From an optimization exercise on the open Yosys and OpenROAD flow, aimed at small area, a short achievable clock period and few clock cycles per item; shortcuts taken in it are not production practice. The RTL was checked by simulation tests, not by an equivalence proof against the original design. Power figures rest on the tool's default switching activity, not on a simulated workload.

==> flow/design.v <==
module lg_encoder (
    input  wire        clk,
    input  wire        rst,
    input  wire        in_valid,
    output wire        in_ready,
    input  wire [63:0] in_word,
    output wire        out_valid,
    input  wire        out_ready,
    output wire [63:0] out_word,
    output wire [2:0]  out_code,
    output wire        out_last
);
    localparam [1:0] T_ZERO = 2'b00, T_REPEAT = 2'b01, T_DELTA = 2'b10, T_LIT = 2'b11;
    localparam [2:0] S_IN   = 3'd0,
                     S_DEC  = 3'd1,
                     S_ZERO = 3'd2,
                     S_RAW  = 3'd3,
                     S_PACK = 3'd4;
    reg [2:0]  state;
    reg [63:0] words [0:31];
    reg [1:0]  tags  [0:31];
    reg [63:0] prev;           
    reg [5:0]  in_cnt;         
    reg [5:0]  n_delta;        
    reg [5:0]  n_lit;          
    reg        all_zero;
    reg [2:0]  code;
    reg [5:0]  total_beats;    
    reg [5:0]  beat;           
    reg [5:0]  widx;           
    reg [127:0] acc;           
    reg [4:0]  acc_n;          
    wire [63:0] in_diff = in_word - prev;
    wire        in_small = (in_diff[63:15] == {49{1'b0}}) || (in_diff[63:15] == {49{1'b1}});
    reg  [1:0]  in_tag;
    always @(*) begin
        if (in_word == 64'd0)
            in_tag = T_ZERO;
        else if (in_word == prev)
            in_tag = T_REPEAT;
        else if (in_small)
            in_tag = T_DELTA;
        else
            in_tag = T_LIT;
    end
    assign in_ready = (state == S_IN);
    wire in_fire = in_valid && in_ready;
    wire [9:0] blk_size = 10'd8 + {3'd0, n_delta, 1'b0} + {1'b0, n_lit, 3'b000};
    wire [2:0] n_sect   = (blk_size <= 10'd64)  ? 3'd1 :
                          (blk_size <= 10'd128) ? 3'd2 :
                          (blk_size <= 10'd192) ? 3'd3 : 3'd4;
    wire [4:0]  widx_lo   = widx[4:0];
    wire [1:0]  p_tag     = tags[widx_lo];
    wire [63:0] p_word    = words[widx_lo];
    wire [63:0] p_prev    = (widx_lo == 5'd0) ? 64'd0 : words[widx_lo - 5'd1];
    wire [15:0] p_delta   = p_word[15:0] - p_prev[15:0];
    reg  [63:0] p_bytes;
    reg  [3:0]  p_len;
    always @(*) begin
        case (p_tag)
            T_DELTA: begin p_bytes = {48'd0, p_delta}; p_len = 4'd2; end
            T_LIT:   begin p_bytes = p_word;           p_len = 4'd8; end
            default: begin p_bytes = 64'd0;            p_len = 4'd0; end
        endcase
    end
    reg         pk_valid;
    always @(*) begin
        pk_valid = (acc_n >= 5'd8) || (widx == 6'd32 && beat < total_beats);
    end
    wire        out_fire = out_valid && out_ready;
    wire [4:0]   n1 = (state == S_PACK && out_fire) ? ((acc_n >= 5'd8) ? acc_n - 5'd8 : 5'd0) : acc_n;
    wire [127:0] a1 = (state == S_PACK && out_fire) ? {64'd0, acc[127:64]} : acc;
    wire         can_app = (widx != 6'd32) && (n1 <= 5'd8);
    wire [127:0] a2 = can_app ? (a1 | ({64'd0, p_bytes} << {n1, 3'b000})) : a1;
    wire [4:0]   n2 = can_app ? n1 + {1'b0, p_len} : n1;
    reg [63:0] header;
    integer h;
    always @(*) begin
        for (h = 0; h < 32; h = h + 1)
            header[2*h +: 2] = tags[h];
    end
    always @(posedge clk) begin
        if (in_fire) begin
            words[in_cnt[4:0]] <= in_word;
            tags[in_cnt[4:0]]  <= in_tag;
        end
    end
    always @(posedge clk) begin
        if (rst) begin
            state    <= S_IN;
            prev     <= 64'd0;
            in_cnt   <= 6'd0;
            n_delta  <= 6'd0;
            n_lit    <= 6'd0;
            all_zero <= 1'b1;
            code     <= 3'd0;
            total_beats <= 6'd0;
            beat     <= 6'd0;
            widx     <= 6'd0;
            acc      <= 128'd0;
            acc_n    <= 5'd0;
        end else begin
            case (state)
                S_IN: begin
                    if (in_fire) begin
                        prev   <= in_word;
                        in_cnt <= in_cnt + 6'd1;
                        if (in_tag == T_DELTA) n_delta <= n_delta + 6'd1;
                        if (in_tag == T_LIT)   n_lit   <= n_lit + 6'd1;
                        if (in_word != 64'd0)  all_zero <= 1'b0;
                        if (in_cnt == 6'd31)   state <= S_DEC;
                    end
                end
                S_DEC: begin
                    beat <= 6'd0;
                    widx <= 6'd0;
                    if (all_zero) begin
                        code  <= 3'd0;
                        state <= S_ZERO;
                    end else if (blk_size > 10'd256) begin
                        code  <= 3'd5;
                        state <= S_RAW;
                    end else begin
                        code        <= n_sect;
                        total_beats <= {n_sect, 3'b000};
                        acc         <= {64'd0, header};
                        acc_n       <= 5'd8;
                        state       <= S_PACK;
                    end
                end
                S_ZERO: begin
                    if (out_fire) state <= S_IN;
                end
                S_RAW: begin
                    if (out_fire) begin
                        beat <= beat + 6'd1;
                        if (beat == 6'd31) state <= S_IN;
                    end
                end
                S_PACK: begin
                    acc   <= a2;
                    acc_n <= n2;
                    if (can_app) widx <= widx + 6'd1;
                    if (out_fire) begin
                        beat <= beat + 6'd1;
                        if (beat == total_beats - 6'd1) state <= S_IN;
                    end
                end
                default: state <= S_IN;
            endcase
            if (state != S_IN) begin
                prev     <= 64'd0;
                in_cnt   <= 6'd0;
                n_delta  <= 6'd0;
                n_lit    <= 6'd0;
                all_zero <= 1'b1;
            end
        end
    end
    assign out_valid = (state == S_ZERO) || (state == S_RAW) || (state == S_PACK && pk_valid);
    assign out_code  = code;
    assign out_word  = (state == S_RAW)  ? words[beat[4:0]] :
                       (state == S_PACK) ? acc[63:0] : 64'd0;
    assign out_last  = (state == S_ZERO) ||
                       (state == S_RAW  && beat == 6'd31) ||
                       (state == S_PACK && beat == total_beats - 6'd1);
endmodule
==> flow/run.sh <==
#!/bin/bash
# synth_recipe.tcl (not shown) runs the flow's synth.tcl, then flattens the netlist and writes it again
# the make line also repeats each setting of config.mk as NAME=value (left out here)
make -C /OpenROAD-flow-scripts/flow DESIGN_CONFIG=/design/flow/config.mk WORK_HOME=/design/flow/orfs CLKGATE_MAP_FILE= SYNTH_SCRIPT=/design/flow/synth_recipe.tcl finish
==> flow/config.mk <==
export PLATFORM = sky130hd
export DESIGN_NAME = lg_encoder
export DESIGN_NICKNAME = lg_encoder
export VERILOG_FILES = /design/flow/design.v
export SDC_FILE = /design/flow/constraint.sdc
export NUM_CORES = 4
export LEC_CHECK = 0
export CAP_MARGIN = 20
export CORE_MARGIN = 2
export CORE_UTILIZATION = 40
export SLEW_MARGIN = 20
==> flow/constraint.sdc <==
create_clock -name core_clock -period 10.0 [get_ports {clk}]
set_input_delay 2.0000 -clock core_clock [delete_from_list [all_inputs] [get_ports {clk}]]
set_output_delay 2.0000 -clock core_clock [all_outputs]
set_load 0.01 [all_outputs]
==> notes.md <==
==> per-layer routing <==
metal	GRT usage [%]	share of wire, %
met1	38.8	39
met2	42.0	45
met3	7.51	12
met4	10.8	4.3
met5	0	0.014
==> registers in the layout (all words and copies together), names as in the netlist, 5 cells and up, named ones only <==
name,count
words,2048
in_cnt,6
prev,64
acc_n,5
n_lit,6
n_delta,6
beat,6
widx,6
acc,128
tags,64
==> worst paths after layout <==
path | startpoint | end | slack [ps] | cells after the start
worst max-delay path | flop | out_word[36] | 2410 | 7
worst min-delay path | acc[125] | acc[125] | 460 | 2
worst max register to register | widx[0] | acc[58] | 2820 | 22
worst min register to register | acc[125] | acc[125] | 460 | 2
==> kinds of logic (layout without fill, tap and decap cells) <==
group           after synthesis  count (layout)  share of synthesized area, %
simple gates               1350            1350                          5.03
flops                      2359            2359                          56.6
xor+xnor                     53              53                         0.384
compound gates              967             967                          5.34
fa+ha+maj                   105             105                          1.10
buf+inv                     682             963                          2.45
mux                        1720            1720                          29.1
other cells                   0               9                             0
==> placed cells by master, fill, tap and decap left out, drive strengths merged, types with 17 or more instances in the layout <==
master            n
nor3            112
inv             121
nand2           502
o22ai            17
clkinv          105
o221ai           18
o211ai           19
ha              103
clkbuf          336
nor4             39
and3             19
nor2            399
nand2b           20
dfxtp           247
and2             38
or3              26
o21a             27
buf             248
xor2             22
a311oi           50
a31oi            29
clkdlybuf4s50   133
a21oi           277
o31ai            26
a21o             23
a22oi            44
nand4            63
edfxtp         2112
mux4           1429
nor2b            17
xnor2            31
a211oi           50
o21ai           203
mux2             21
nand3            69
mux2i           270
==> metrics by stage <==
step                      instances  cell area, sq um
after floorplan                7236            121000
after global placement        11000            127000
after detailed placement      11000            127000
after CTS                     11500            136000
after global routing          11500            136000
final                         11500            136000
==> layout make-up <==
| cell class | instances | area [sq um] | area share (%) |
|---|---|---|---|
| clock buffer | 336 | 7180 | 5.29 |
| sequential | 2359 | 68400 | 50.4 |
| inverter | 113 | 424 | 0.313 |
| tap | 3958 | 4950 | 3.65 |
| antenna | 9 | 22.5 | 0.0166 |
| timing repair buffer | 381 | 3630 | 2.67 |
| multi-input combinational | 4195 | 49900 | 36.8 |
| clock inverter | 133 | 1150 | 0.848 |
==> power by group <==
| part | total [mW] | leakage, nW | switching [mW] | internal, mW |
|---|---|---|---|---|
| logic | 4.57 | 15.1 | 2.96 | 1.61 |
| clock network | 9.56 | 4.07 | 4.07 | 5.49 |
| registers | 11.2 | 21.2 | 0.181 | 11.0 |
==> critical path, delay by kind of cell (launching register included) <==
family	cells	cell delay [ps]
buf+inv	3	1800
mux	3	1780
flops	1	570
compound gates	1	530
==> out/metrics.cfg <==
[run_status]
status = timing/DRC/antenna clean

[timing]
rsz0062_at_grt = false
tightest_slew_ps = 1290
finClkSkew_ps = 45.8
layout_setup_ws_ps = 2410
min_period_ps = 7590
slew_violations = 0
finalCritPeriodShare_pct = 75.9
hold_slack_ps = 461
slew_headroom_pct = 13.1
hold_viol = 0
setup_viol = 0
fin_setup_tns_ps = 0
max_freq_ghz = 0.132

[drt]
viasPerCell = 6.78
dr.pass1.iters = 8
wl_per_cell_um = 38.0
drt_first_iter_violations = 12200
drc = 0
final_antenna_net_count = 0
vias = 77900
drt-total-wl_um = 437000

[synthesis]
synthTopCellsByCount = edfxtp_1, mux4_2, nand2_1, nor2_1, clkbuf_1
yosysTopAreaCellShare_pct = 52.5
synth_nets = 7409
ys_warn_count = 1
synth_area_leader_cell = edfxtp_1
yosysUniqueCellTypes = 95
synth_flop_cell = edfxtp_1
synth_area_per_cell_sq_um = 16.7
ys_ff_latch = 2359
yosys-top-cells-area = edfxtp_1, mux4_2, dfxtp_1
postSynth.asyncResetShare_pct = 0
syn_area_sq_mm = 0.121
synth_most_common_cell = edfxtp_1
synth_edf_count = 2112
syn-instance-count = 7236
seq_area_frac_synth_pct = 56.6

[clock_network]
tritoncts = done
cts_sinks = 2359
cts-buffers-inserted = 267
htree_levels = 5
ctsHoldBuffers = 0
clk_root_buffer_cell = clkbuf_16
ctsResizeCount = 0
clockBufferDepth = 4
cts_setup_buffers = 0
clock_latency_ps = 890
path_clk_slew_ps = 60

[worst_setup_path]
crit_slowest_cell = mux2i_1
cp.required_ps = 8000
critPathLaunchType = flop
cp-end-kind = output port
slowest_delay_ps = 720
critical_path_class = flop to output port
cp_cell_sequence = buf_4 > buf_4 > mux4_2 > mux4_2 > mux2i_1 > o21ai_0 > clkdlybuf4s50_1
arrival_ps = 5590
cp_max_fo = 27

[floorplanning]
die_w_um = 554
core-area_sq_mm = 0.300
boundaryPins = 138
start_util_pct = 40.3
die_h_um = 554
rows = 201
die-area_sq_mm = 0.306

[layout]
nets = 7490
finish.utilization_pct = 45.2
syn_to_final_growth_pct = 12.3
fillCellCount = 25700
drive_above_1_share_pct = 29.1

[placement]
place_ws_ps = 2110
place_hpwl_um = 263000
gp_congestion = 0.968
port_buffers = 137

[power_and_ir_drop]
ir_drop_uv = 128
power_mw = 25.3
power_density_mw_per_mm2 = 187
leakage_nw = 40.4

[grt]
grt_pass1_wl_um = 602000
grt_pass1_vias = 76800
grt_start_max_net_pins = 156
overflow = 0
antenna_found_initial = 27
grt_usage_pct = 27.9

[worst_hold_path]
hp-class = flop to flop

[run]
cap_viol_max_count = 0

Testbench counts, summed over its fixed seeds: cycles 155,055, groups 2,400.

[separate check: timing with driven ports]
No port has a modelled driver above. Below, the same layout with a new extraction and two added sets of constraints. Step 1: set_driving_cell puts a clkbuf_16 on clk and a buf_2 on each other input, an assumption about the parent block. Step 2 times the ports against the registers' clock, not the clock port: input delays grow and output delays shrink by t, the midpoint of the rising clock arrivals with the driver on. a / b / c = ideal ports / drivers / drivers and shift; a / b = the first two.
t, ns: 0.958
setup slack, ns: 2.409 / 2.322 / 2.014
worst setup path at the end: input to register
slew at the worst register clock pin (ns): 0.07 / 0.07
worst slew at a driven data input, ns: 0.21
After both steps this run still meets setup and hold. For this run, drivers alone change the setup slack by -0.087 ns; drivers and shift together by -0.395 ns.
